This design comes from an exercise in tuning for small area, a short achievable clock period and few clock cycles per item on the open sky130 flow, not from production work. Function was checked by simulation only, so behaviour that the tests miss may differ from the original.

==> flow/design.v (outline; a module is shown in full before it is edited, if it fits) <==
// module mx_block_mac: 907 lines
module mx_block_mac (
    input  wire         clk,
    input  wire         rst,         
    input  wire         in_valid,
    input  wire [127:0] a_elems,     
    input  wire [127:0] b_elems,
    input  wire [7:0]   a_scale,
    input  wire [7:0]   b_scale,
    input  wire [31:0]  acc_in,
    output reg          out_valid,
    output reg  [31:0]  acc_out
);
  // ...
==> flow/run.sh <==
#!/bin/bash
# synth_recipe.tcl (not shown) runs the flow's synth.tcl, then flattens the netlist and writes it again
# the make line also repeats each setting of config.mk as NAME=value (left out here)
make -C /OpenROAD-flow-scripts/flow DESIGN_CONFIG=/design/flow/config.mk WORK_HOME=/design/flow/orfs CLKGATE_MAP_FILE= SYNTH_SCRIPT=/design/flow/synth_recipe.tcl finish
==> flow/config.mk <==
export PLATFORM = sky130hd
export DESIGN_NAME = mx_block_mac
export DESIGN_NICKNAME = mx_block_mac
export VERILOG_FILES = /design/flow/design.v
export SDC_FILE = /design/flow/constraint.sdc
export NUM_CORES = 4
export LEC_CHECK = 0
export ABC_AREA = 1
export CAP_MARGIN = 20
export CORE_MARGIN = 2
export CORE_UTILIZATION = 55
export SLEW_MARGIN = 20
==> flow/constraint.sdc <==
create_clock -name core_clock -period 50.0 [get_ports {clk}]
set_input_delay 10.0000 -clock core_clock [delete_from_list [all_inputs] [get_ports {clk}]]
set_output_delay 10.0000 -clock core_clock [all_outputs]
set_load 0.01 [all_outputs]
==> reports/results.tsv, run 1 <==
stage	metric	value	unit
status	status	timing/DRC/antenna clean	
global_route	GR Util met3	3.46	%
finish	post-layout util	63.6	%
drt	DR pass1 iterations	6	
floorplanning	core area	71200	sq um
min_path	Worst Hold Launch	acc_q[29]	
synth	most numerous cell in the Yosys netlist	nand2_1	
synth	main combinational cell family by area after synthesis	simple AND/OR/NAND/NOR gates	
synth	Async SR Flop Fraction	0	%
worst_setup_path	CP Class	flip-flop to output pin	
finish	multi-input logic area	26000	sq um
worst_setup_path	delay-heaviest family, CP	buffers and inverters	
clock_network	Num CTS Buffers	49	
synth	post-synthesis compound-gate area fraction	14.4	%
synth	Synth top area share	23.6	%
placement	Post-DP Area	43600	sq um
timing	Max Freq	0.0869	GHz
drt	Via density	5.33	
clock_network	clock-pin transition on the worst setup and hold timing paths	0.06	ns
timing	setup slack after layout	38.50	ns
floorplanning	tapcell count	950	
finish	Leading cell kind	multi-input combinational cells	
placement	DP Wirelength	97000	um
finish	Non-clock buffer share	7.67	%
Testbench counts, summed over its fixed seeds: cycles 16,032, items 16,000.
==> run 2: changes to the inputs <==
--- a/flow/design.v
+++ b/flow/design.v
@@ -158,16 +158,36 @@
             c3 = fa ^ fb;
             e  = {1'b0, a[2:1]} + {1'b0, b[2:1]};
             cs = {{7{s}}, s ^ c9, s ? ~c3 : ~c9, c3 | (s & c9), c9};
             cs = cs << e;
             tshift = nz ? cs[10:2] : 9'd0;
             tshift[8] = ~tshift[8];      
         end
     endfunction
+    function [8:0] tf1;
+        input       s;
+        input [2:0] a, b;
+        reg         fa, fb, c9, c3, nz;
+        reg [2:0]   e;
+        reg [10:0]  l0, l1, l2;
+        begin
+            nz = (a != 3'd0) && (b != 3'd0);
+            fa = a[0] & (a[2] | a[1]);
+            fb = b[0] & (b[2] | b[1]);
+            c9 = fa & fb;
+            c3 = fa ^ fb;
+            e  = {1'b0, a[2:1]} + {1'b0, b[2:1]};
+            l0 = nz ? {{7{s}}, s ^ c9, s ? ~c3 : ~c9, c3 | (s & c9), c9} : 11'd0;
+            l1 = e[0] ? {l0[9:0], 1'b0} : l0;
+            l2 = e[1] ? {l1[8:0], 2'b00} : l1;
+            l0 = e[2] ? {l2[6:0], 4'b0000} : l2;
+            tf1 = {~l0[10], l0[9:2]};
+        end
+    endfunction
     function [7:0] pmag;
         input [2:0] a, b;
         reg [3:0] x, y;
         begin
             case (a)
                 3'd0: x = 4'd0;  3'd1: x = 4'd1;  3'd2: x = 4'd2;  3'd3: x = 4'd3;
                 3'd4: x = 4'd4;  3'd5: x = 4'd6;  3'd6: x = 4'd8;  default: x = 4'd12;
             endcase
@@ -184,48 +204,48 @@
     reg [31:0]  acc_q;
     always @(posedge clk) begin
         if (rst) v0 <= 1'b0;
         else     v0 <= in_valid;
         a_q <= a_elems; b_q <= b_elems; sa_q <= a_scale; sb_q <= b_scale; acc_q <= acc_in;
     end
     wire [31:0] sg;       
     wire [31:0] nz;       
-    wire [8:0] px0 = tshift(sg[0], a_q[2:0], b_q[2:0]);
-    wire [8:0] px1 = tshift(sg[1], a_q[6:4], b_q[6:4]);
-    wire [8:0] px2 = tshift(sg[2], a_q[10:8], b_q[10:8]);
-    wire [8:0] px3 = tshift(sg[3], a_q[14:12], b_q[14:12]);
-    wire [8:0] px4 = tshift(sg[4], a_q[18:16], b_q[18:16]);
-    wire [8:0] px5 = tshift(sg[5], a_q[22:20], b_q[22:20]);
-    wire [8:0] px6 = tshift(sg[6], a_q[26:24], b_q[26:24]);
-    wire [8:0] px7 = tshift(sg[7], a_q[30:28], b_q[30:28]);
-    wire [8:0] px8 = tshift(sg[8], a_q[34:32], b_q[34:32]);
-    wire [8:0] px9 = tshift(sg[9], a_q[38:36], b_q[38:36]);
-    wire [8:0] px10 = tshift(sg[10], a_q[42:40], b_q[42:40]);
-    wire [8:0] px11 = tshift(sg[11], a_q[46:44], b_q[46:44]);
-    wire [8:0] px12 = tshift(sg[12], a_q[50:48], b_q[50:48]);
-    wire [8:0] px13 = tshift(sg[13], a_q[54:52], b_q[54:52]);
-    wire [8:0] px14 = tshift(sg[14], a_q[58:56], b_q[58:56]);
-    wire [8:0] px15 = tshift(sg[15], a_q[62:60], b_q[62:60]);
-    wire [8:0] px16 = tshift(sg[16], a_q[66:64], b_q[66:64]);
-    wire [8:0] px17 = tshift(sg[17], a_q[70:68], b_q[70:68]);
-    wire [8:0] px18 = tshift(sg[18], a_q[74:72], b_q[74:72]);
-    wire [8:0] px19 = tshift(sg[19], a_q[78:76], b_q[78:76]);
-    wire [8:0] px20 = tshift(sg[20], a_q[82:80], b_q[82:80]);
-    wire [8:0] px21 = tshift(sg[21], a_q[86:84], b_q[86:84]);
-    wire [8:0] px22 = tshift(sg[22], a_q[90:88], b_q[90:88]);
-    wire [8:0] px23 = tshift(sg[23], a_q[94:92], b_q[94:92]);
-    wire [8:0] px24 = tshift(sg[24], a_q[98:96], b_q[98:96]);
-    wire [8:0] px25 = tshift(sg[25], a_q[102:100], b_q[102:100]);
-    wire [8:0] px26 = tshift(sg[26], a_q[106:104], b_q[106:104]);
-    wire [8:0] px27 = tshift(sg[27], a_q[110:108], b_q[110:108]);
-    wire [8:0] px28 = tshift(sg[28], a_q[114:112], b_q[114:112]);
-    wire [8:0] px29 = tshift(sg[29], a_q[118:116], b_q[118:116]);
-    wire [8:0] px30 = tshift(sg[30], a_q[122:120], b_q[122:120]);
-    wire [8:0] px31 = tshift(sg[31], a_q[126:124], b_q[126:124]);
+    wire [8:0] px0 = tf1(sg[0], a_q[2:0], b_q[2:0]);
+    wire [8:0] px1 = tf1(sg[1], a_q[6:4], b_q[6:4]);
+    wire [8:0] px2 = tf1(sg[2], a_q[10:8], b_q[10:8]);
+    wire [8:0] px3 = tf1(sg[3], a_q[14:12], b_q[14:12]);
+    wire [8:0] px4 = tf1(sg[4], a_q[18:16], b_q[18:16]);
+    wire [8:0] px5 = tf1(sg[5], a_q[22:20], b_q[22:20]);
+    wire [8:0] px6 = tf1(sg[6], a_q[26:24], b_q[26:24]);
+    wire [8:0] px7 = tf1(sg[7], a_q[30:28], b_q[30:28]);
+    wire [8:0] px8 = tf1(sg[8], a_q[34:32], b_q[34:32]);
+    wire [8:0] px9 = tf1(sg[9], a_q[38:36], b_q[38:36]);
+    wire [8:0] px10 = tf1(sg[10], a_q[42:40], b_q[42:40]);
+    wire [8:0] px11 = tf1(sg[11], a_q[46:44], b_q[46:44]);
+    wire [8:0] px12 = tf1(sg[12], a_q[50:48], b_q[50:48]);
+    wire [8:0] px13 = tf1(sg[13], a_q[54:52], b_q[54:52]);
+    wire [8:0] px14 = tf1(sg[14], a_q[58:56], b_q[58:56]);
+    wire [8:0] px15 = tf1(sg[15], a_q[62:60], b_q[62:60]);
+    wire [8:0] px16 = tf1(sg[16], a_q[66:64], b_q[66:64]);
+    wire [8:0] px17 = tf1(sg[17], a_q[70:68], b_q[70:68]);
+    wire [8:0] px18 = tf1(sg[18], a_q[74:72], b_q[74:72]);
+    wire [8:0] px19 = tf1(sg[19], a_q[78:76], b_q[78:76]);
+    wire [8:0] px20 = tf1(sg[20], a_q[82:80], b_q[82:80]);
+    wire [8:0] px21 = tf1(sg[21], a_q[86:84], b_q[86:84]);
+    wire [8:0] px22 = tf1(sg[22], a_q[90:88], b_q[90:88]);
+    wire [8:0] px23 = tf1(sg[23], a_q[94:92], b_q[94:92]);
+    wire [8:0] px24 = tf1(sg[24], a_q[98:96], b_q[98:96]);
+    wire [8:0] px25 = tf1(sg[25], a_q[102:100], b_q[102:100]);
+    wire [8:0] px26 = tf1(sg[26], a_q[106:104], b_q[106:104]);
+    wire [8:0] px27 = tf1(sg[27], a_q[110:108], b_q[110:108]);
+    wire [8:0] px28 = tf1(sg[28], a_q[114:112], b_q[114:112]);
+    wire [8:0] px29 = tf1(sg[29], a_q[118:116], b_q[118:116]);
+    wire [8:0] px30 = tf1(sg[30], a_q[122:120], b_q[122:120]);
+    wire [8:0] px31 = tf1(sg[31], a_q[126:124], b_q[126:124]);
     genvar gi;
     generate for (gi = 0; gi < 32; gi = gi + 1) begin : g_sign
         assign sg[gi] = a_q[4*gi+3] ^ b_q[4*gi+3];
         assign nz[gi] = (a_q[4*gi+2:4*gi] != 3'd0) && (b_q[4*gi+2:4*gi] != 3'd0);
     end endgenerate
     wire all_neg_zero = &(sg & ~nz);    
     wire h_2, h_1;
     assign {h_2, h_1} = px0[0] + px10[0] + px11[0];
@@ -772,18 +792,96 @@
     wire h_544, h_543;
     assign {h_544, h_543} = h_497 + h_518 + h_519;
     wire h_546, h_545;
     assign {h_546, h_545} = h_498 + h_521 + h_520;
     wire [13:0] cs0 = {1'b0, h_522, h_545, h_543, h_541, h_539, h_537, h_535, h_533, h_531, h_529, h_527, h_525, h_523};
     wire [13:0] cs1 = {1'b0, h_546, h_544, h_542, h_540, h_538, h_536, h_534, h_532, h_530, h_528, h_526, h_524, h_499};
     wire [8:0]  esum = {1'b0, sa_q} + {1'b0, sb_q};
     wire        snan = (sa_q == 8'hFF) || (sb_q == 8'hFF);
-    wire [13:0] S      = (cs0 + cs1) ^ 14'h2000;
-    wire [12:0] mag    = S[13] ? (13'd0 - S[12:0]) : S[12:0];    
+    wire [13:0] cpa_a = cs0;
+    wire [13:0] cpa_b = cs1;
+    wire [13:0] cpa_p = cpa_a ^ cpa_b;
+    wire [13:0] cpa_g = cpa_a & cpa_b;
+    wire cpa_G1 = cpa_g[1] | (cpa_p[1] & cpa_g[0]);
+    wire cpa_P1 = cpa_p[1] & cpa_p[0];
+    wire cpa_G2 = cpa_g[3] | (cpa_p[3] & cpa_g[2]);
+    wire cpa_P2 = cpa_p[3] & cpa_p[2];
+    wire cpa_G3 = cpa_g[5] | (cpa_p[5] & cpa_g[4]);
+    wire cpa_P3 = cpa_p[5] & cpa_p[4];
+    wire cpa_G4 = cpa_g[7] | (cpa_p[7] & cpa_g[6]);
+    wire cpa_P4 = cpa_p[7] & cpa_p[6];
+    wire cpa_G5 = cpa_g[9] | (cpa_p[9] & cpa_g[8]);
+    wire cpa_P5 = cpa_p[9] & cpa_p[8];
+    wire cpa_G6 = cpa_g[11] | (cpa_p[11] & cpa_g[10]);
+    wire cpa_P6 = cpa_p[11] & cpa_p[10];
+    wire cpa_G7 = cpa_g[13] | (cpa_p[13] & cpa_g[12]);
+    wire cpa_P7 = cpa_p[13] & cpa_p[12];
+    wire cpa_G8 = cpa_g[2] | (cpa_p[2] & cpa_G1);
+    wire cpa_P8 = cpa_p[2] & cpa_P1;
+    wire cpa_G9 = cpa_G2 | (cpa_P2 & cpa_G1);
+    wire cpa_P9 = cpa_P2 & cpa_P1;
+    wire cpa_G10 = cpa_g[6] | (cpa_p[6] & cpa_G3);
+    wire cpa_P10 = cpa_p[6] & cpa_P3;
+    wire cpa_G11 = cpa_G4 | (cpa_P4 & cpa_G3);
+    wire cpa_P11 = cpa_P4 & cpa_P3;
+    wire cpa_G12 = cpa_g[10] | (cpa_p[10] & cpa_G5);
+    wire cpa_P12 = cpa_p[10] & cpa_P5;
+    wire cpa_G13 = cpa_G6 | (cpa_P6 & cpa_G5);
+    wire cpa_P13 = cpa_P6 & cpa_P5;
+    wire cpa_G14 = cpa_g[4] | (cpa_p[4] & cpa_G9);
+    wire cpa_P14 = cpa_p[4] & cpa_P9;
+    wire cpa_G15 = cpa_G3 | (cpa_P3 & cpa_G9);
+    wire cpa_P15 = cpa_P3 & cpa_P9;
+    wire cpa_G16 = cpa_G10 | (cpa_P10 & cpa_G9);
+    wire cpa_P16 = cpa_P10 & cpa_P9;
+    wire cpa_G17 = cpa_G11 | (cpa_P11 & cpa_G9);
+    wire cpa_P17 = cpa_P11 & cpa_P9;
+    wire cpa_G18 = cpa_g[12] | (cpa_p[12] & cpa_G13);
+    wire cpa_P18 = cpa_p[12] & cpa_P13;
+    wire cpa_G19 = cpa_G7 | (cpa_P7 & cpa_G13);
+    wire cpa_P19 = cpa_P7 & cpa_P13;
+    wire cpa_G20 = cpa_g[8] | (cpa_p[8] & cpa_G17);
+    wire cpa_P20 = cpa_p[8] & cpa_P17;
+    wire cpa_G21 = cpa_G5 | (cpa_P5 & cpa_G17);
+    wire cpa_P21 = cpa_P5 & cpa_P17;
+    wire cpa_G22 = cpa_G12 | (cpa_P12 & cpa_G17);
+    wire cpa_P22 = cpa_P12 & cpa_P17;
+    wire cpa_G23 = cpa_G13 | (cpa_P13 & cpa_G17);
+    wire cpa_P23 = cpa_P13 & cpa_P17;
+    wire cpa_G24 = cpa_G18 | (cpa_P18 & cpa_G17);
+    wire cpa_P24 = cpa_P18 & cpa_P17;
+    wire cpa_G25 = cpa_G19 | (cpa_P19 & cpa_G17);
+    wire cpa_P25 = cpa_P19 & cpa_P17;
+    wire [13:0] Sraw = cpa_p ^ {cpa_G24, cpa_G23, cpa_G22, cpa_G21, cpa_G20, cpa_G17, cpa_G16, cpa_G15, cpa_G14, cpa_G9, cpa_G8, cpa_G1, cpa_g[0], 1'b0};
+    wire [13:0] S      = Sraw ^ 14'h2000;
+    wire [12:0] ng_x = S[12:0] ^ {13{S[13]}};
+    wire ng_a1 = ng_x[1] & ng_x[0];
+    wire ng_a2 = ng_x[3] & ng_x[2];
+    wire ng_a3 = ng_x[5] & ng_x[4];
+    wire ng_a4 = ng_x[7] & ng_x[6];
+    wire ng_a5 = ng_x[9] & ng_x[8];
+    wire ng_a6 = ng_x[11] & ng_x[10];
+    wire ng_a7 = ng_x[2] & ng_a1;
+    wire ng_a8 = ng_a2 & ng_a1;
+    wire ng_a9 = ng_x[6] & ng_a3;
+    wire ng_a10 = ng_a4 & ng_a3;
+    wire ng_a11 = ng_x[10] & ng_a5;
+    wire ng_a12 = ng_a6 & ng_a5;
+    wire ng_a13 = ng_x[4] & ng_a8;
+    wire ng_a14 = ng_a3 & ng_a8;
+    wire ng_a15 = ng_a9 & ng_a8;
+    wire ng_a16 = ng_a10 & ng_a8;
+    wire ng_a17 = ng_x[12] & ng_a12;
+    wire ng_a18 = ng_x[8] & ng_a16;
+    wire ng_a19 = ng_a5 & ng_a16;
+    wire ng_a20 = ng_a11 & ng_a16;
+    wire ng_a21 = ng_a12 & ng_a16;
+    wire ng_a22 = ng_a17 & ng_a16;
+    wire [12:0] mag = ng_x ^ {(S[13] & ng_a21), (S[13] & ng_a20), (S[13] & ng_a19), (S[13] & ng_a18), (S[13] & ng_a16), (S[13] & ng_a15), (S[13] & ng_a14), (S[13] & ng_a13), (S[13] & ng_a8), (S[13] & ng_a7), (S[13] & ng_a1), (S[13] & ng_x[0]), S[13]};
     wire        s_sign = (S == 14'd0) ? all_neg_zero : S[13];
     reg         v1, ys1, nan1;
     reg [12:0]  mag1;
     reg [8:0]   e1;
     reg [31:0]  acc1;
     always @(posedge clk) begin
         if (rst) v1 <= 1'b0;
         else     v1 <= v0;
@@ -812,64 +910,404 @@
         tz = 4'd12;
         for (jj = 11; jj >= 0; jj = jj - 1)
             if (nrm[jj]) tz = jj[3:0];
     end
     wire [25:0] ysh   = {nrm, 13'd0} >> ks;
     wire        ylost = ({1'b0, tz} + 5'd13) <= ks;
     wire        yg    = ysh[1];
     wire        yup   = yg && (ylost || ysh[2]);
-    wire [22:0] yfs   = ysh[24:2] + {22'd0, yup};
+    wire [22:0] yi_x = ysh[24:2];
+    wire yi_a1 = yi_x[1] & yi_x[0];
+    wire yi_a2 = yi_x[3] & yi_x[2];
+    wire yi_a3 = yi_x[5] & yi_x[4];
+    wire yi_a4 = yi_x[7] & yi_x[6];
+    wire yi_a5 = yi_x[9] & yi_x[8];
+    wire yi_a6 = yi_x[11] & yi_x[10];
+    wire yi_a7 = yi_x[13] & yi_x[12];
+    wire yi_a8 = yi_x[15] & yi_x[14];
+    wire yi_a9 = yi_x[17] & yi_x[16];
+    wire yi_a10 = yi_x[19] & yi_x[18];
+    wire yi_a11 = yi_x[21] & yi_x[20];
+    wire yi_a12 = yi_x[2] & yi_a1;
+    wire yi_a13 = yi_a2 & yi_a1;
+    wire yi_a14 = yi_x[6] & yi_a3;
+    wire yi_a15 = yi_a4 & yi_a3;
+    wire yi_a16 = yi_x[10] & yi_a5;
+    wire yi_a17 = yi_a6 & yi_a5;
+    wire yi_a18 = yi_x[14] & yi_a7;
+    wire yi_a19 = yi_a8 & yi_a7;
+    wire yi_a20 = yi_x[18] & yi_a9;
+    wire yi_a21 = yi_a10 & yi_a9;
+    wire yi_a22 = yi_x[22] & yi_a11;
+    wire yi_a23 = yi_x[4] & yi_a13;
+    wire yi_a24 = yi_a3 & yi_a13;
+    wire yi_a25 = yi_a14 & yi_a13;
+    wire yi_a26 = yi_a15 & yi_a13;
+    wire yi_a27 = yi_x[12] & yi_a17;
+    wire yi_a28 = yi_a7 & yi_a17;
+    wire yi_a29 = yi_a18 & yi_a17;
+    wire yi_a30 = yi_a19 & yi_a17;
+    wire yi_a31 = yi_x[20] & yi_a21;
+    wire yi_a32 = yi_a11 & yi_a21;
+    wire yi_a33 = yi_a22 & yi_a21;
+    wire yi_a34 = yi_x[8] & yi_a26;
+    wire yi_a35 = yi_a5 & yi_a26;
+    wire yi_a36 = yi_a16 & yi_a26;
+    wire yi_a37 = yi_a17 & yi_a26;
+    wire yi_a38 = yi_a27 & yi_a26;
+    wire yi_a39 = yi_a28 & yi_a26;
+    wire yi_a40 = yi_a29 & yi_a26;
+    wire yi_a41 = yi_a30 & yi_a26;
+    wire yi_a42 = yi_x[16] & yi_a41;
+    wire yi_a43 = yi_a9 & yi_a41;
+    wire yi_a44 = yi_a20 & yi_a41;
+    wire yi_a45 = yi_a21 & yi_a41;
+    wire yi_a46 = yi_a31 & yi_a41;
+    wire yi_a47 = yi_a32 & yi_a41;
+    wire yi_a48 = yi_a33 & yi_a41;
+    wire [22:0] yfs = yi_x ^ {(yup & yi_a47), (yup & yi_a46), (yup & yi_a45), (yup & yi_a44), (yup & yi_a43), (yup & yi_a42), (yup & yi_a41), (yup & yi_a40), (yup & yi_a39), (yup & yi_a38), (yup & yi_a37), (yup & yi_a36), (yup & yi_a35), (yup & yi_a34), (yup & yi_a26), (yup & yi_a25), (yup & yi_a24), (yup & yi_a23), (yup & yi_a13), (yup & yi_a12), (yup & yi_a1), (yup & yi_x[0]), yup};
     wire [7:0]  ye0   = s_nrm ? (T[7:0] + 8'd127) : 8'd0;
     wire [22:0] yf0   = s_nrm ? {nrm[11:0], 11'd0} : (k_big ? 23'd0 : yfs);
     wire        xs = acc2[31];
     wire [7:0]  xe = acc2[30:23];
     wire [22:0] xf = acc2[22:0];
     wire x_nan = (xe == 8'hFF) && (xf != 23'd0);
     wire x_inf = (xe == 8'hFF) && (xf == 23'd0);
-    wire        swap = {ye0, yf0} > {xe, xf};
+    wire [30:0] cmp_a = {ye0, yf0};
+    wire [30:0] cmp_b = ~{xe, xf};
+    wire [30:0] cmp_p = cmp_a ^ cmp_b;
+    wire [30:0] cmp_g = cmp_a & cmp_b;
+    wire cmp_G1 = cmp_g[1] | (cmp_p[1] & cmp_g[0]);
+    wire cmp_P1 = cmp_p[1] & cmp_p[0];
+    wire cmp_G2 = cmp_g[3] | (cmp_p[3] & cmp_g[2]);
+    wire cmp_P2 = cmp_p[3] & cmp_p[2];
+    wire cmp_G3 = cmp_g[5] | (cmp_p[5] & cmp_g[4]);
+    wire cmp_P3 = cmp_p[5] & cmp_p[4];
+    wire cmp_G4 = cmp_g[7] | (cmp_p[7] & cmp_g[6]);
+    wire cmp_P4 = cmp_p[7] & cmp_p[6];
+    wire cmp_G5 = cmp_g[9] | (cmp_p[9] & cmp_g[8]);
+    wire cmp_P5 = cmp_p[9] & cmp_p[8];
+    wire cmp_G6 = cmp_g[11] | (cmp_p[11] & cmp_g[10]);
+    wire cmp_P6 = cmp_p[11] & cmp_p[10];
+    wire cmp_G7 = cmp_g[13] | (cmp_p[13] & cmp_g[12]);
+    wire cmp_P7 = cmp_p[13] & cmp_p[12];
+    wire cmp_G8 = cmp_g[15] | (cmp_p[15] & cmp_g[14]);
+    wire cmp_P8 = cmp_p[15] & cmp_p[14];
+    wire cmp_G9 = cmp_g[17] | (cmp_p[17] & cmp_g[16]);
+    wire cmp_P9 = cmp_p[17] & cmp_p[16];
+    wire cmp_G10 = cmp_g[19] | (cmp_p[19] & cmp_g[18]);
+    wire cmp_P10 = cmp_p[19] & cmp_p[18];
+    wire cmp_G11 = cmp_g[21] | (cmp_p[21] & cmp_g[20]);
+    wire cmp_P11 = cmp_p[21] & cmp_p[20];
+    wire cmp_G12 = cmp_g[23] | (cmp_p[23] & cmp_g[22]);
+    wire cmp_P12 = cmp_p[23] & cmp_p[22];
+    wire cmp_G13 = cmp_g[25] | (cmp_p[25] & cmp_g[24]);
+    wire cmp_P13 = cmp_p[25] & cmp_p[24];
+    wire cmp_G14 = cmp_g[27] | (cmp_p[27] & cmp_g[26]);
+    wire cmp_P14 = cmp_p[27] & cmp_p[26];
+    wire cmp_G15 = cmp_g[29] | (cmp_p[29] & cmp_g[28]);
+    wire cmp_P15 = cmp_p[29] & cmp_p[28];
+    wire cmp_G16 = cmp_g[2] | (cmp_p[2] & cmp_G1);
+    wire cmp_P16 = cmp_p[2] & cmp_P1;
+    wire cmp_G17 = cmp_G2 | (cmp_P2 & cmp_G1);
+    wire cmp_P17 = cmp_P2 & cmp_P1;
+    wire cmp_G18 = cmp_g[6] | (cmp_p[6] & cmp_G3);
+    wire cmp_P18 = cmp_p[6] & cmp_P3;
+    wire cmp_G19 = cmp_G4 | (cmp_P4 & cmp_G3);
+    wire cmp_P19 = cmp_P4 & cmp_P3;
+    wire cmp_G20 = cmp_g[10] | (cmp_p[10] & cmp_G5);
+    wire cmp_P20 = cmp_p[10] & cmp_P5;
+    wire cmp_G21 = cmp_G6 | (cmp_P6 & cmp_G5);
+    wire cmp_P21 = cmp_P6 & cmp_P5;
+    wire cmp_G22 = cmp_g[14] | (cmp_p[14] & cmp_G7);
+    wire cmp_P22 = cmp_p[14] & cmp_P7;
+    wire cmp_G23 = cmp_G8 | (cmp_P8 & cmp_G7);
+    wire cmp_P23 = cmp_P8 & cmp_P7;
+    wire cmp_G24 = cmp_g[18] | (cmp_p[18] & cmp_G9);
+    wire cmp_P24 = cmp_p[18] & cmp_P9;
+    wire cmp_G25 = cmp_G10 | (cmp_P10 & cmp_G9);
+    wire cmp_P25 = cmp_P10 & cmp_P9;
+    wire cmp_G26 = cmp_g[22] | (cmp_p[22] & cmp_G11);
+    wire cmp_P26 = cmp_p[22] & cmp_P11;
+    wire cmp_G27 = cmp_G12 | (cmp_P12 & cmp_G11);
+    wire cmp_P27 = cmp_P12 & cmp_P11;
+    wire cmp_G28 = cmp_g[26] | (cmp_p[26] & cmp_G13);
+    wire cmp_P28 = cmp_p[26] & cmp_P13;
+    wire cmp_G29 = cmp_G14 | (cmp_P14 & cmp_G13);
+    wire cmp_P29 = cmp_P14 & cmp_P13;
+    wire cmp_G30 = cmp_g[30] | (cmp_p[30] & cmp_G15);
+    wire cmp_P30 = cmp_p[30] & cmp_P15;
+    wire cmp_G31 = cmp_g[4] | (cmp_p[4] & cmp_G17);
+    wire cmp_P31 = cmp_p[4] & cmp_P17;
+    wire cmp_G32 = cmp_G3 | (cmp_P3 & cmp_G17);
+    wire cmp_P32 = cmp_P3 & cmp_P17;
+    wire cmp_G33 = cmp_G18 | (cmp_P18 & cmp_G17);
+    wire cmp_P33 = cmp_P18 & cmp_P17;
+    wire cmp_G34 = cmp_G19 | (cmp_P19 & cmp_G17);
+    wire cmp_P34 = cmp_P19 & cmp_P17;
+    wire cmp_G35 = cmp_g[12] | (cmp_p[12] & cmp_G21);
+    wire cmp_P35 = cmp_p[12] & cmp_P21;
+    wire cmp_G36 = cmp_G7 | (cmp_P7 & cmp_G21);
+    wire cmp_P36 = cmp_P7 & cmp_P21;
+    wire cmp_G37 = cmp_G22 | (cmp_P22 & cmp_G21);
+    wire cmp_P37 = cmp_P22 & cmp_P21;
+    wire cmp_G38 = cmp_G23 | (cmp_P23 & cmp_G21);
+    wire cmp_P38 = cmp_P23 & cmp_P21;
+    wire cmp_G39 = cmp_g[20] | (cmp_p[20] & cmp_G25);
+    wire cmp_P39 = cmp_p[20] & cmp_P25;
+    wire cmp_G40 = cmp_G11 | (cmp_P11 & cmp_G25);
+    wire cmp_P40 = cmp_P11 & cmp_P25;
+    wire cmp_G41 = cmp_G26 | (cmp_P26 & cmp_G25);
+    wire cmp_P41 = cmp_P26 & cmp_P25;
+    wire cmp_G42 = cmp_G27 | (cmp_P27 & cmp_G25);
+    wire cmp_P42 = cmp_P27 & cmp_P25;
+    wire cmp_G43 = cmp_g[28] | (cmp_p[28] & cmp_G29);
+    wire cmp_P43 = cmp_p[28] & cmp_P29;
+    wire cmp_G44 = cmp_G15 | (cmp_P15 & cmp_G29);
+    wire cmp_P44 = cmp_P15 & cmp_P29;
+    wire cmp_G45 = cmp_G30 | (cmp_P30 & cmp_G29);
+    wire cmp_P45 = cmp_P30 & cmp_P29;
+    wire cmp_G46 = cmp_g[8] | (cmp_p[8] & cmp_G34);
+    wire cmp_P46 = cmp_p[8] & cmp_P34;
+    wire cmp_G47 = cmp_G5 | (cmp_P5 & cmp_G34);
+    wire cmp_P47 = cmp_P5 & cmp_P34;
+    wire cmp_G48 = cmp_G20 | (cmp_P20 & cmp_G34);
+    wire cmp_P48 = cmp_P20 & cmp_P34;
+    wire cmp_G49 = cmp_G21 | (cmp_P21 & cmp_G34);
+    wire cmp_P49 = cmp_P21 & cmp_P34;
+    wire cmp_G50 = cmp_G35 | (cmp_P35 & cmp_G34);
+    wire cmp_P50 = cmp_P35 & cmp_P34;
+    wire cmp_G51 = cmp_G36 | (cmp_P36 & cmp_G34);
+    wire cmp_P51 = cmp_P36 & cmp_P34;
+    wire cmp_G52 = cmp_G37 | (cmp_P37 & cmp_G34);
+    wire cmp_P52 = cmp_P37 & cmp_P34;
+    wire cmp_G53 = cmp_G38 | (cmp_P38 & cmp_G34);
+    wire cmp_P53 = cmp_P38 & cmp_P34;
+    wire cmp_G54 = cmp_g[24] | (cmp_p[24] & cmp_G42);
+    wire cmp_P54 = cmp_p[24] & cmp_P42;
+    wire cmp_G55 = cmp_G13 | (cmp_P13 & cmp_G42);
+    wire cmp_P55 = cmp_P13 & cmp_P42;
+    wire cmp_G56 = cmp_G28 | (cmp_P28 & cmp_G42);
+    wire cmp_P56 = cmp_P28 & cmp_P42;
+    wire cmp_G57 = cmp_G29 | (cmp_P29 & cmp_G42);
+    wire cmp_P57 = cmp_P29 & cmp_P42;
+    wire cmp_G58 = cmp_G43 | (cmp_P43 & cmp_G42);
+    wire cmp_P58 = cmp_P43 & cmp_P42;
+    wire cmp_G59 = cmp_G44 | (cmp_P44 & cmp_G42);
+    wire cmp_P59 = cmp_P44 & cmp_P42;
+    wire cmp_G60 = cmp_G45 | (cmp_P45 & cmp_G42);
+    wire cmp_P60 = cmp_P45 & cmp_P42;
+    wire cmp_G61 = cmp_g[16] | (cmp_p[16] & cmp_G53);
+    wire cmp_P61 = cmp_p[16] & cmp_P53;
+    wire cmp_G62 = cmp_G9 | (cmp_P9 & cmp_G53);
+    wire cmp_P62 = cmp_P9 & cmp_P53;
+    wire cmp_G63 = cmp_G24 | (cmp_P24 & cmp_G53);
+    wire cmp_P63 = cmp_P24 & cmp_P53;
+    wire cmp_G64 = cmp_G25 | (cmp_P25 & cmp_G53);
+    wire cmp_P64 = cmp_P25 & cmp_P53;
+    wire cmp_G65 = cmp_G39 | (cmp_P39 & cmp_G53);
+    wire cmp_P65 = cmp_P39 & cmp_P53;
+    wire cmp_G66 = cmp_G40 | (cmp_P40 & cmp_G53);
+    wire cmp_P66 = cmp_P40 & cmp_P53;
+    wire cmp_G67 = cmp_G41 | (cmp_P41 & cmp_G53);
+    wire cmp_P67 = cmp_P41 & cmp_P53;
+    wire cmp_G68 = cmp_G42 | (cmp_P42 & cmp_G53);
+    wire cmp_P68 = cmp_P42 & cmp_P53;
+    wire cmp_G69 = cmp_G54 | (cmp_P54 & cmp_G53);
+    wire cmp_P69 = cmp_P54 & cmp_P53;
+    wire cmp_G70 = cmp_G55 | (cmp_P55 & cmp_G53);
+    wire cmp_P70 = cmp_P55 & cmp_P53;
+    wire cmp_G71 = cmp_G56 | (cmp_P56 & cmp_G53);
+    wire cmp_P71 = cmp_P56 & cmp_P53;
+    wire cmp_G72 = cmp_G57 | (cmp_P57 & cmp_G53);
+    wire cmp_P72 = cmp_P57 & cmp_P53;
+    wire cmp_G73 = cmp_G58 | (cmp_P58 & cmp_G53);
+    wire cmp_P73 = cmp_P58 & cmp_P53;
+    wire cmp_G74 = cmp_G59 | (cmp_P59 & cmp_G53);
+    wire cmp_P74 = cmp_P59 & cmp_P53;
+    wire cmp_G75 = cmp_G60 | (cmp_P60 & cmp_G53);
+    wire cmp_P75 = cmp_P60 & cmp_P53;
+    wire [30:0] cmp_s = cmp_p ^ {cmp_G74, cmp_G73, cmp_G72, cmp_G71, cmp_G70, cmp_G69, cmp_G68, cmp_G67, cmp_G66, cmp_G65, cmp_G64, cmp_G63, cmp_G62, cmp_G61, cmp_G53, cmp_G52, cmp_G51, cmp_G50, cmp_G49, cmp_G48, cmp_G47, cmp_G46, cmp_G34, cmp_G33, cmp_G32, cmp_G31, cmp_G17, cmp_G16, cmp_G1, cmp_g[0], 1'b0};
+    wire swap = cmp_G75;
     wire        bs   = swap ? ys : xs;
     wire [7:0]  be   = swap ? ye0 : xe;
     wire [22:0] bf   = swap ? yf0 : xf;
     wire        ss   = swap ? xs : ys;
     wire [7:0]  se   = swap ? xe : ye0;
     wire [22:0] sf   = swap ? xf : yf0;
-    wire [7:0]  bex  = (be == 8'd0) ? 8'd1 : be;      
-    wire [7:0]  sex  = (se == 8'd0) ? 8'd1 : se;
+    wire [7:0]  xex  = (xe == 8'd0) ? 8'd1 : xe;      
+    wire [7:0]  yex  = (ye0 == 8'd0) ? 8'd1 : ye0;
+    wire [7:0]  bex  = swap ? yex : xex;
     wire [23:0] bm   = {(be != 8'd0), bf};             
     wire [26:0] sm   = {(se != 8'd0), sf, 3'b000};     
-    wire [7:0]  d    = bex - sex;
-    reg [4:0] tzs;
-    integer q;
-    always @* begin
-        tzs = 5'd27;
-        for (q = 26; q >= 3; q = q - 1)
-            if (sm[q]) tzs = q[4:0];
-    end
-    wire        sticky_al = {3'd0, tzs} < d;
-    wire        d_big     = (d >= 8'd27);
+    wire [7:0]  dxy  = xex - yex;
+    wire [7:0]  dyx  = yex - xex;
+    wire [7:0]  d    = swap ? dyx : dxy;              
+    wire        d_big = (d >= 8'd27);
     wire sp_nan = x_nan || y_nan || (x_inf && y_inf && (xs != ys));
     wire sp_inf = x_inf || y_inf;
     wire sp_sgn = x_inf ? xs : ys;
     reg         v3, sub3, bs3, nan3, inf3, isgn3, zsgn3;
     reg [23:0]  bm3;
     reg [23:0]  sm3;
     reg [4:0]   d3;
-    reg         d_big3, sticky3;
+    reg         d_big3;
     reg [7:0]   bex3;
     always @(posedge clk) begin
         if (rst) v3 <= 1'b0;
         else     v3 <= v1;
         sub3 <= bs ^ ss; bs3 <= bs; bm3 <= bm; sm3 <= sm[26:3]; bex3 <= bex;
-        d3 <= d[4:0]; d_big3 <= d_big; sticky3 <= sticky_al;
+        d3 <= d[4:0]; d_big3 <= d_big;
         nan3 <= sp_nan; inf3 <= sp_inf && !sp_nan; isgn3 <= sp_sgn; zsgn3 <= xs & ys;
     end
+    reg [4:0] tzs;
+    integer q;
+    always @* begin
+        tzs = 5'd24;
+        for (q = 23; q >= 0; q = q - 1)
+            if (sm3[q]) tzs = q[4:0];
+    end
+    wire        sticky3 = d_big3 ? (sm3 != 24'd0) : ({1'b0, tzs} + 6'd3 < {1'b0, d3});
     wire [26:0] sm_al = d_big3 ? 27'd0 : ({sm3, 3'b000} >> d3);
     wire [26:0] sm_s  = {sm_al[26:1], sm_al[0] | sticky3};
-    wire [27:0] sum = sub3 ? ({1'b0, bm3, 3'b000} - {1'b0, sm_s}) : ({1'b0, bm3, 3'b000} + {1'b0, sm_s});
+    wire [27:0] ad_a = {1'b0, bm3, 3'b000};
+    wire [27:0] ad_b = {1'b0, sm_s} ^ {28{sub3}};
+    wire [27:0] ad_p = ad_a ^ ad_b;
+    wire [27:0] ad_g = ad_a & ad_b;
+    wire ad_g0c = ad_g[0] | (ad_p[0] & sub3);
+    wire ad_G1 = ad_g[1] | (ad_p[1] & ad_g0c);
+    wire ad_P1 = ad_p[1] & ad_p[0];
+    wire ad_G2 = ad_g[3] | (ad_p[3] & ad_g[2]);
+    wire ad_P2 = ad_p[3] & ad_p[2];
+    wire ad_G3 = ad_g[5] | (ad_p[5] & ad_g[4]);
+    wire ad_P3 = ad_p[5] & ad_p[4];
+    wire ad_G4 = ad_g[7] | (ad_p[7] & ad_g[6]);
+    wire ad_P4 = ad_p[7] & ad_p[6];
+    wire ad_G5 = ad_g[9] | (ad_p[9] & ad_g[8]);
+    wire ad_P5 = ad_p[9] & ad_p[8];
+    wire ad_G6 = ad_g[11] | (ad_p[11] & ad_g[10]);
+    wire ad_P6 = ad_p[11] & ad_p[10];
+    wire ad_G7 = ad_g[13] | (ad_p[13] & ad_g[12]);
+    wire ad_P7 = ad_p[13] & ad_p[12];
+    wire ad_G8 = ad_g[15] | (ad_p[15] & ad_g[14]);
+    wire ad_P8 = ad_p[15] & ad_p[14];
+    wire ad_G9 = ad_g[17] | (ad_p[17] & ad_g[16]);
+    wire ad_P9 = ad_p[17] & ad_p[16];
+    wire ad_G10 = ad_g[19] | (ad_p[19] & ad_g[18]);
+    wire ad_P10 = ad_p[19] & ad_p[18];
+    wire ad_G11 = ad_g[21] | (ad_p[21] & ad_g[20]);
+    wire ad_P11 = ad_p[21] & ad_p[20];
+    wire ad_G12 = ad_g[23] | (ad_p[23] & ad_g[22]);
+    wire ad_P12 = ad_p[23] & ad_p[22];
+    wire ad_G13 = ad_g[25] | (ad_p[25] & ad_g[24]);
+    wire ad_P13 = ad_p[25] & ad_p[24];
+    wire ad_G14 = ad_g[27] | (ad_p[27] & ad_g[26]);
+    wire ad_P14 = ad_p[27] & ad_p[26];
+    wire ad_G15 = ad_g[2] | (ad_p[2] & ad_G1);
+    wire ad_P15 = ad_p[2] & ad_P1;
+    wire ad_G16 = ad_G2 | (ad_P2 & ad_G1);
+    wire ad_P16 = ad_P2 & ad_P1;
+    wire ad_G17 = ad_g[6] | (ad_p[6] & ad_G3);
+    wire ad_P17 = ad_p[6] & ad_P3;
+    wire ad_G18 = ad_G4 | (ad_P4 & ad_G3);
+    wire ad_P18 = ad_P4 & ad_P3;
+    wire ad_G19 = ad_g[10] | (ad_p[10] & ad_G5);
+    wire ad_P19 = ad_p[10] & ad_P5;
+    wire ad_G20 = ad_G6 | (ad_P6 & ad_G5);
+    wire ad_P20 = ad_P6 & ad_P5;
+    wire ad_G21 = ad_g[14] | (ad_p[14] & ad_G7);
+    wire ad_P21 = ad_p[14] & ad_P7;
+    wire ad_G22 = ad_G8 | (ad_P8 & ad_G7);
+    wire ad_P22 = ad_P8 & ad_P7;
+    wire ad_G23 = ad_g[18] | (ad_p[18] & ad_G9);
+    wire ad_P23 = ad_p[18] & ad_P9;
+    wire ad_G24 = ad_G10 | (ad_P10 & ad_G9);
+    wire ad_P24 = ad_P10 & ad_P9;
+    wire ad_G25 = ad_g[22] | (ad_p[22] & ad_G11);
+    wire ad_P25 = ad_p[22] & ad_P11;
+    wire ad_G26 = ad_G12 | (ad_P12 & ad_G11);
+    wire ad_P26 = ad_P12 & ad_P11;
+    wire ad_G27 = ad_g[26] | (ad_p[26] & ad_G13);
+    wire ad_P27 = ad_p[26] & ad_P13;
+    wire ad_G28 = ad_G14 | (ad_P14 & ad_G13);
+    wire ad_P28 = ad_P14 & ad_P13;
+    wire ad_G29 = ad_g[4] | (ad_p[4] & ad_G16);
+    wire ad_P29 = ad_p[4] & ad_P16;
+    wire ad_G30 = ad_G3 | (ad_P3 & ad_G16);
+    wire ad_P30 = ad_P3 & ad_P16;
+    wire ad_G31 = ad_G17 | (ad_P17 & ad_G16);
+    wire ad_P31 = ad_P17 & ad_P16;
+    wire ad_G32 = ad_G18 | (ad_P18 & ad_G16);
+    wire ad_P32 = ad_P18 & ad_P16;
+    wire ad_G33 = ad_g[12] | (ad_p[12] & ad_G20);
+    wire ad_P33 = ad_p[12] & ad_P20;
+    wire ad_G34 = ad_G7 | (ad_P7 & ad_G20);
+    wire ad_P34 = ad_P7 & ad_P20;
+    wire ad_G35 = ad_G21 | (ad_P21 & ad_G20);
+    wire ad_P35 = ad_P21 & ad_P20;
+    wire ad_G36 = ad_G22 | (ad_P22 & ad_G20);
+    wire ad_P36 = ad_P22 & ad_P20;
+    wire ad_G37 = ad_g[20] | (ad_p[20] & ad_G24);
+    wire ad_P37 = ad_p[20] & ad_P24;
+    wire ad_G38 = ad_G11 | (ad_P11 & ad_G24);
+    wire ad_P38 = ad_P11 & ad_P24;
+    wire ad_G39 = ad_G25 | (ad_P25 & ad_G24);
+    wire ad_P39 = ad_P25 & ad_P24;
+    wire ad_G40 = ad_G26 | (ad_P26 & ad_G24);
+    wire ad_P40 = ad_P26 & ad_P24;
+    wire ad_G41 = ad_g[8] | (ad_p[8] & ad_G32);
+    wire ad_P41 = ad_p[8] & ad_P32;
+    wire ad_G42 = ad_G5 | (ad_P5 & ad_G32);
+    wire ad_P42 = ad_P5 & ad_P32;
+    wire ad_G43 = ad_G19 | (ad_P19 & ad_G32);
+    wire ad_P43 = ad_P19 & ad_P32;
+    wire ad_G44 = ad_G20 | (ad_P20 & ad_G32);
+    wire ad_P44 = ad_P20 & ad_P32;
+    wire ad_G45 = ad_G33 | (ad_P33 & ad_G32);
+    wire ad_P45 = ad_P33 & ad_P32;
+    wire ad_G46 = ad_G34 | (ad_P34 & ad_G32);
+    wire ad_P46 = ad_P34 & ad_P32;
+    wire ad_G47 = ad_G35 | (ad_P35 & ad_G32);
+    wire ad_P47 = ad_P35 & ad_P32;
+    wire ad_G48 = ad_G36 | (ad_P36 & ad_G32);
+    wire ad_P48 = ad_P36 & ad_P32;
+    wire ad_G49 = ad_g[24] | (ad_p[24] & ad_G40);
+    wire ad_P49 = ad_p[24] & ad_P40;
+    wire ad_G50 = ad_G13 | (ad_P13 & ad_G40);
+    wire ad_P50 = ad_P13 & ad_P40;
+    wire ad_G51 = ad_G27 | (ad_P27 & ad_G40);
+    wire ad_P51 = ad_P27 & ad_P40;
+    wire ad_G52 = ad_G28 | (ad_P28 & ad_G40);
+    wire ad_P52 = ad_P28 & ad_P40;
+    wire ad_G53 = ad_g[16] | (ad_p[16] & ad_G48);
+    wire ad_P53 = ad_p[16] & ad_P48;
+    wire ad_G54 = ad_G9 | (ad_P9 & ad_G48);
+    wire ad_P54 = ad_P9 & ad_P48;
+    wire ad_G55 = ad_G23 | (ad_P23 & ad_G48);
+    wire ad_P55 = ad_P23 & ad_P48;
+    wire ad_G56 = ad_G24 | (ad_P24 & ad_G48);
+    wire ad_P56 = ad_P24 & ad_P48;
+    wire ad_G57 = ad_G37 | (ad_P37 & ad_G48);
+    wire ad_P57 = ad_P37 & ad_P48;
+    wire ad_G58 = ad_G38 | (ad_P38 & ad_G48);
+    wire ad_P58 = ad_P38 & ad_P48;
+    wire ad_G59 = ad_G39 | (ad_P39 & ad_G48);
+    wire ad_P59 = ad_P39 & ad_P48;
+    wire ad_G60 = ad_G40 | (ad_P40 & ad_G48);
+    wire ad_P60 = ad_P40 & ad_P48;
+    wire ad_G61 = ad_G49 | (ad_P49 & ad_G48);
+    wire ad_P61 = ad_P49 & ad_P48;
+    wire ad_G62 = ad_G50 | (ad_P50 & ad_G48);
+    wire ad_P62 = ad_P50 & ad_P48;
+    wire ad_G63 = ad_G51 | (ad_P51 & ad_G48);
+    wire ad_P63 = ad_P51 & ad_P48;
+    wire ad_G64 = ad_G52 | (ad_P52 & ad_G48);
+    wire ad_P64 = ad_P52 & ad_P48;
+    wire [27:0] sum = ad_p ^ {ad_G63, ad_G62, ad_G61, ad_G60, ad_G59, ad_G58, ad_G57, ad_G56, ad_G55, ad_G54, ad_G53, ad_G48, ad_G47, ad_G46, ad_G45, ad_G44, ad_G43, ad_G42, ad_G41, ad_G32, ad_G31, ad_G30, ad_G29, ad_G16, ad_G15, ad_G1, ad_g0c, sub3};
     reg [26:0] nm;         
     reg [8:0]  ne;         
     reg [4:0]  lz;
     reg [7:0]  lsh;
     integer kk;
     always @* begin
         lz = 5'd27;
         for (kk = 0; kk <= 26; kk = kk + 1)
@@ -880,17 +1318,93 @@
             ne = {1'b0, bex3} + 9'd1;
         end else begin
             lsh = ({3'd0, lz} < bex3) ? {3'd0, lz} : (bex3 - 8'd1);
             nm  = sum[26:0] << lsh;
             ne  = nm[26] ? ({1'b0, bex3} - {1'b0, lsh}) : 9'd0;
         end
     end
     wire        r_up  = nm[2] && (nm[1] || nm[0] || nm[3]);
-    wire [31:0] r_mag = {1'b0, ne[7:0], nm[25:3]} + {31'd0, r_up};
+    wire [30:0] rm_x = {ne[7:0], nm[25:3]};
+    wire rm_a1 = rm_x[1] & rm_x[0];
+    wire rm_a2 = rm_x[3] & rm_x[2];
+    wire rm_a3 = rm_x[5] & rm_x[4];
+    wire rm_a4 = rm_x[7] & rm_x[6];
+    wire rm_a5 = rm_x[9] & rm_x[8];
+    wire rm_a6 = rm_x[11] & rm_x[10];
+    wire rm_a7 = rm_x[13] & rm_x[12];
+    wire rm_a8 = rm_x[15] & rm_x[14];
+    wire rm_a9 = rm_x[17] & rm_x[16];
+    wire rm_a10 = rm_x[19] & rm_x[18];
+    wire rm_a11 = rm_x[21] & rm_x[20];
+    wire rm_a12 = rm_x[23] & rm_x[22];
+    wire rm_a13 = rm_x[25] & rm_x[24];
+    wire rm_a14 = rm_x[27] & rm_x[26];
+    wire rm_a15 = rm_x[29] & rm_x[28];
+    wire rm_a16 = rm_x[2] & rm_a1;
+    wire rm_a17 = rm_a2 & rm_a1;
+    wire rm_a18 = rm_x[6] & rm_a3;
+    wire rm_a19 = rm_a4 & rm_a3;
+    wire rm_a20 = rm_x[10] & rm_a5;
+    wire rm_a21 = rm_a6 & rm_a5;
+    wire rm_a22 = rm_x[14] & rm_a7;
+    wire rm_a23 = rm_a8 & rm_a7;
+    wire rm_a24 = rm_x[18] & rm_a9;
+    wire rm_a25 = rm_a10 & rm_a9;
+    wire rm_a26 = rm_x[22] & rm_a11;
+    wire rm_a27 = rm_a12 & rm_a11;
+    wire rm_a28 = rm_x[26] & rm_a13;
+    wire rm_a29 = rm_a14 & rm_a13;
+    wire rm_a30 = rm_x[30] & rm_a15;
+    wire rm_a31 = rm_x[4] & rm_a17;
+    wire rm_a32 = rm_a3 & rm_a17;
+    wire rm_a33 = rm_a18 & rm_a17;
+    wire rm_a34 = rm_a19 & rm_a17;
+    wire rm_a35 = rm_x[12] & rm_a21;
+    wire rm_a36 = rm_a7 & rm_a21;
+    wire rm_a37 = rm_a22 & rm_a21;
+    wire rm_a38 = rm_a23 & rm_a21;
+    wire rm_a39 = rm_x[20] & rm_a25;
+    wire rm_a40 = rm_a11 & rm_a25;
+    wire rm_a41 = rm_a26 & rm_a25;
+    wire rm_a42 = rm_a27 & rm_a25;
+    wire rm_a43 = rm_x[28] & rm_a29;
+    wire rm_a44 = rm_a15 & rm_a29;
+    wire rm_a45 = rm_a30 & rm_a29;
+    wire rm_a46 = rm_x[8] & rm_a34;
+    wire rm_a47 = rm_a5 & rm_a34;
+    wire rm_a48 = rm_a20 & rm_a34;
+    wire rm_a49 = rm_a21 & rm_a34;
+    wire rm_a50 = rm_a35 & rm_a34;
+    wire rm_a51 = rm_a36 & rm_a34;
+    wire rm_a52 = rm_a37 & rm_a34;
+    wire rm_a53 = rm_a38 & rm_a34;
+    wire rm_a54 = rm_x[24] & rm_a42;
+    wire rm_a55 = rm_a13 & rm_a42;
+    wire rm_a56 = rm_a28 & rm_a42;
+    wire rm_a57 = rm_a29 & rm_a42;
+    wire rm_a58 = rm_a43 & rm_a42;
+    wire rm_a59 = rm_a44 & rm_a42;
+    wire rm_a60 = rm_a45 & rm_a42;
+    wire rm_a61 = rm_x[16] & rm_a53;
+    wire rm_a62 = rm_a9 & rm_a53;
+    wire rm_a63 = rm_a24 & rm_a53;
+    wire rm_a64 = rm_a25 & rm_a53;
+    wire rm_a65 = rm_a39 & rm_a53;
+    wire rm_a66 = rm_a40 & rm_a53;
+    wire rm_a67 = rm_a41 & rm_a53;
+    wire rm_a68 = rm_a42 & rm_a53;
+    wire rm_a69 = rm_a54 & rm_a53;
+    wire rm_a70 = rm_a55 & rm_a53;
+    wire rm_a71 = rm_a56 & rm_a53;
+    wire rm_a72 = rm_a57 & rm_a53;
+    wire rm_a73 = rm_a58 & rm_a53;
+    wire rm_a74 = rm_a59 & rm_a53;
+    wire rm_a75 = rm_a60 & rm_a53;
+    wire [30:0] r_mag = rm_x ^ {(r_up & rm_a74), (r_up & rm_a73), (r_up & rm_a72), (r_up & rm_a71), (r_up & rm_a70), (r_up & rm_a69), (r_up & rm_a68), (r_up & rm_a67), (r_up & rm_a66), (r_up & rm_a65), (r_up & rm_a64), (r_up & rm_a63), (r_up & rm_a62), (r_up & rm_a61), (r_up & rm_a53), (r_up & rm_a52), (r_up & rm_a51), (r_up & rm_a50), (r_up & rm_a49), (r_up & rm_a48), (r_up & rm_a47), (r_up & rm_a46), (r_up & rm_a34), (r_up & rm_a33), (r_up & rm_a32), (r_up & rm_a31), (r_up & rm_a17), (r_up & rm_a16), (r_up & rm_a1), (r_up & rm_x[0]), r_up};
     reg [31:0] res;
     always @* begin
         if (nan3)
             res = 32'h7FC0_0000;
         else if (inf3)
             res = {isgn3, 8'hFF, 23'd0};
         else if (sum == 28'd0)
             res = {zsgn3, 31'd0};                       
==> run 2 against run 1 <==
  * Global-route usage down 2.1 points
  * Sequential cell count down 1
  * Die area down 3.5%
  * Register-to-register slack worse by 0.17 ns
  * Routed wire length down 11%
  * Setup slack better by 0.065 ns
  * Highest routed layer unchanged
==> reports/results.tsv, run 2 <==
stage	metric	value	unit	change
flow_run	max-cap violation count	0		
drt	DR pass1 iterations	6		unchanged
placement	port bufs	339		
synth	Ys Warns	1		
clock_network	# hold bufs at CTS	0		
timing	worst-margin pin slew	1.07	ns	
clock_network	CTS tree	done		
synth	synthesized area per cell	7.23	sq um	
timing	count of final hold-check violations	0		
status	status	timing/DRC/antenna clean		
placement	Post-DP Area	42200	sq um	-3.4%
synth	Post-synth top cells	1302 x nand2_1, 779 x inv_1, 590 x o21ai_0, 464 x dfxtp_1, 431 x nand3_1		
worst_setup_path	CP Capture Type	output pin		
timing	endpoints failing setup	0		
min_path	Worst Hold Launch	acc_q[26]		
worst_setup_path	Worst Path Max Fanout	1		
synth	Post-Synthesis Cell Area	38100	sq um	
clock_network	CTS Sinks	464		
global_route	initial antenna violation count	1		
worst_setup_path	worst r2r src	sm3[23]		
clock_network	clock-pin transition on the worst setup and hold timing paths	0.06	ns	about the same
floorplanning	# rows	96		
worst_setup_path	R2R Path End	acc_out[5]		
worst_setup_path	CP Class	flip-flop to output pin		
clock_network	Num CTS Buffers	47		-4.1%
timing	TNS Setup	0	ns	
finish	most frequent cells in the layout	1301 x nand2_1, 778 x inv_1, 589 x o21ai_0		
synth	most numerous cell in the Yosys netlist	nand2_1		
timing	Max Freq	0.0874	GHz	+0.57%
floorplanning	Die H	267	um	
finish	commonest non-fill, non-tap cell in the layout	nand2_1		
global_route	largest net degree at the start of global routing	81		
timing	Pins Over Slew Limit	0		
synth	synth unique cells	73		
global_route	Global Route Usage Sum	28.5	%	
global_route	grt total ovfl	0		
timing	clock skew	0.0119	ns	
synth	Most used DFF post-synth	dfxtp_1		
finish	synthesis-to-finish area growth	15.3	%	
drt	Via density	5.23		-1.7%
synth	EDFF count, synth	0		
timing	Final min period	11.44	ns	
finish	fin cells	6513		
worst_setup_path	R2R depth	71		
synth	Seq/Total Area, Yosys	24.4	%	
synth	Yosys reg bits	464		
synth	Synthesized Nets	6114		
placement	placed insts	6426		
clock_network	clock root cell	clkbuf_16		
floorplanning	io pins	340		
drt	Initial DRC Count	2201		
min_path	worst hold endpoint	acc1[26]		
drt	DR WL/cell	15.6	um	
worst_setup_path	sum of buffers and inverters on the critical path	1		
clock_network	post-CTS setup buffers	0		
finish	post-layout util	64.0	%	+0.36 points
floorplanning	core area	68600	sq um	-3.7%
drt	DRC	0		
clock_network	post_cts resized	0		
placement	DP Wirelength	85700	um	-12%
worst_setup_path	CP max stage delay	0.54	ns	
finish	fraction of layout cells with a size suffix above 1	3.82	%	
drt	post-detailed-routing wire length	102000	um	
synth	Synth top area share	24.4	%	+0.81 points
clock_network	clock tree buffer depth	3		
synth	area leader, netlist	dfxtp_1		
finish	layout net count	6394		
worst_setup_path	delay-heaviest family, CP	buffers and inverters		
timing	Period Utilization, post-route	22.9	%	
worst_setup_path	Critical Path Source Type	flip-flop		
finish	biggest regs	a_q x128, b_q x128		
worst_setup_path	Crit path required time	40.00	ns	
synth	Async SR Flop Fraction	0	%	unchanged
synth	Synth area leaders	dfxtp_1 24%, fa_1 16%, nand2_1 13%, ha_1 7.8%, o21ai_0 7.8%		
floorplanning	starting density of the core	55.5	%	
worst_setup_path	worst reg-to-reg setup slack	39.36	ns	
timing	Slew HR	28.3	%	
finish	post-route cell area	43900	sq um	
global_route	vias in the first global route	32600		
floorplanning	Die Area	71300	sq um	
floorplanning	chip width	267	um	
worst_setup_path	Slowest-stage cell, CP	clkdlybuf4s50_1		
clock_network	htree depth	2		
clock_network	Skew-Pair Late Insertion Delay	0.59	ns	
drt	post-detailed-route count of antenna-violating nets	0		
worst_setup_path	CP arrival	1.44	ns	
worst_setup_path	CP Cell Sequence	clkdlybuf4s50_1		
drt	DR vias	34100		
timing	RSZ-0062 raised after global routing	no		
placement	routability cong.	0.967		
global_route	global-route wire length before repair	162000	um	
synth	Gate Count Post-Synth	5264		
min_path	hold path cells	0		
min_path	Tightest Hold Check Type	flip-flop to flip-flop		
==> run 2: cell count changes after synthesis, sizes merged, moves of 15 or more <==
| cell | previous run | this run |
|---|---|---|
| a21oi | 265 | 193 |
| ha | 252 | 237 |
| nand2 | 1434 | 1326 |
| a31oi | 17 | 42 |
| o32a | 19 | 0 |
| inv | 967 | 793 |
| o32ai | 36 | 5 |
| a21boi | 31 | 6 |
| clkbuf | 47 | 87 |
| nor2 | 367 | 295 |
| xor2 | 52 | 110 |
| o21ai | 517 | 609 |
| nand3 | 409 | 441 |
| o22ai | 46 | 20 |
==> run 2: logic make-up after synthesis <==
family | Yosys count | share of synthesized area (%)
AO/OA/AOI/OAI | 945 | 13.5
flip-flops | 464 | 24.4
XOR/XNOR | 135 | 3.13
multiplexers | 32 | 0.842
adder cells (fa/ha/maj) | 543 | 23.9
AND/OR/NAND/NOR | 2225 | 24.9
buffers and inverters | 920 | 9.35
==> run 2: cell type report <==
class / instances / area (sq um)
Clock buffer: 64 / 1350
Tap cell: 931 / 1160
Inverter: 800 / 3010
Antenna cell: 1 / 2.50
Sequential cell: 464 / 9290
Fill cell: 6325 / 24700
Multi-Input combinational cell: 3880 / 25200
Clock inverter: 22 / 369
Timing Repair Buffer: 351 / 3480
==> run 2: per-stage QoR <==
step,setup slack [ns],hold WS (ns)
2_1_floorplan,39.67,0.310
3_3_place_gp,39.18,0.311
3_5_place_dp,39.18,0.312
4_1_cts,38.52,0.319
5_1_grt,38.26,0.321
6_report,38.56,0.319
==> run 2: worst max-delay path by stage <==
stage | from | to | slack [ns] | depth (start not counted)
after global placement | acc_out[12] | acc_out[12] | 39.18 | 1
after CTS | acc_out[25] | acc_out[25] | 38.52 | 1
after global routing | mag1[2] | d_big3 | 38.26 | 61
after floorplan | acc_out[0] | acc_out[0] | 39.67 | 0
final | acc_out[25] | acc_out[25] | 38.56 | 1
after detailed placement | acc_out[15] | acc_out[15] | 39.18 | 1
==> run 2: worst reg2reg max path, delay by kind of cell, from the launching register on <==
| family | cells | cell delay (ns) |
|---|---|---|
| adders and majority gates | 7 | 1.92 |
| and+or+nand+nor | 29 | 2.84 |
| AOI/OAI and AO/OA | 25 | 4.13 |
| DFF | 1 | 0.37 |
| xor gates and xnor gates | 2 | 0.48 |
| buffers and inverters | 8 | 0.80 |
==> run 2: layer usage <==
layer,GRT usage [%],routed length [um]
met3,2.73,3750
met4,11.0,4070
met5,0,0
met1,34.2,42300
met2,52.5,51500
Testbench counts of run 2, summed over its fixed seeds: cycles 16,032, items 16,000.

[port drivers added, routing unchanged]
How much do the figures lean on ideal ports? The routed layouts below were timed once more, with nothing changed but the port constraints.
Step 1 (the two cells are an assumption about what drives the block):
set clk [get_ports {clk}]
set_driving_cell -lib_cell sky130_fd_sc_hd__clkbuf_16 $clk
set_driving_cell -lib_cell sky130_fd_sc_hd__buf_2 [delete_from_list [all_inputs] $clk]
Step 2 times the ports against the registers' clock, not the clock port: input delays grow and output delays shrink by t, the midpoint of the rising clock arrivals with the driver on.
Three values: no drivers, after step 1, after step 2; two values: the first two.
| run | t, ns | slack for setup (ns) | worst hold slack (ns) | slew at the worst register clock pin (ns) |
|---|---|---|---|---|
| run 1 | 0.689 | 38.497 / 38.432 / 39.120 | 0.324 / 0.324 / 0.324 | 0.06 / 0.06 |
| run 2 | 0.650 | 38.562 / 38.494 / 39.144 | 0.319 / 0.319 / 0.319 | 0.06 / 0.06 |
After both steps setup and hold are still met in every run listed.
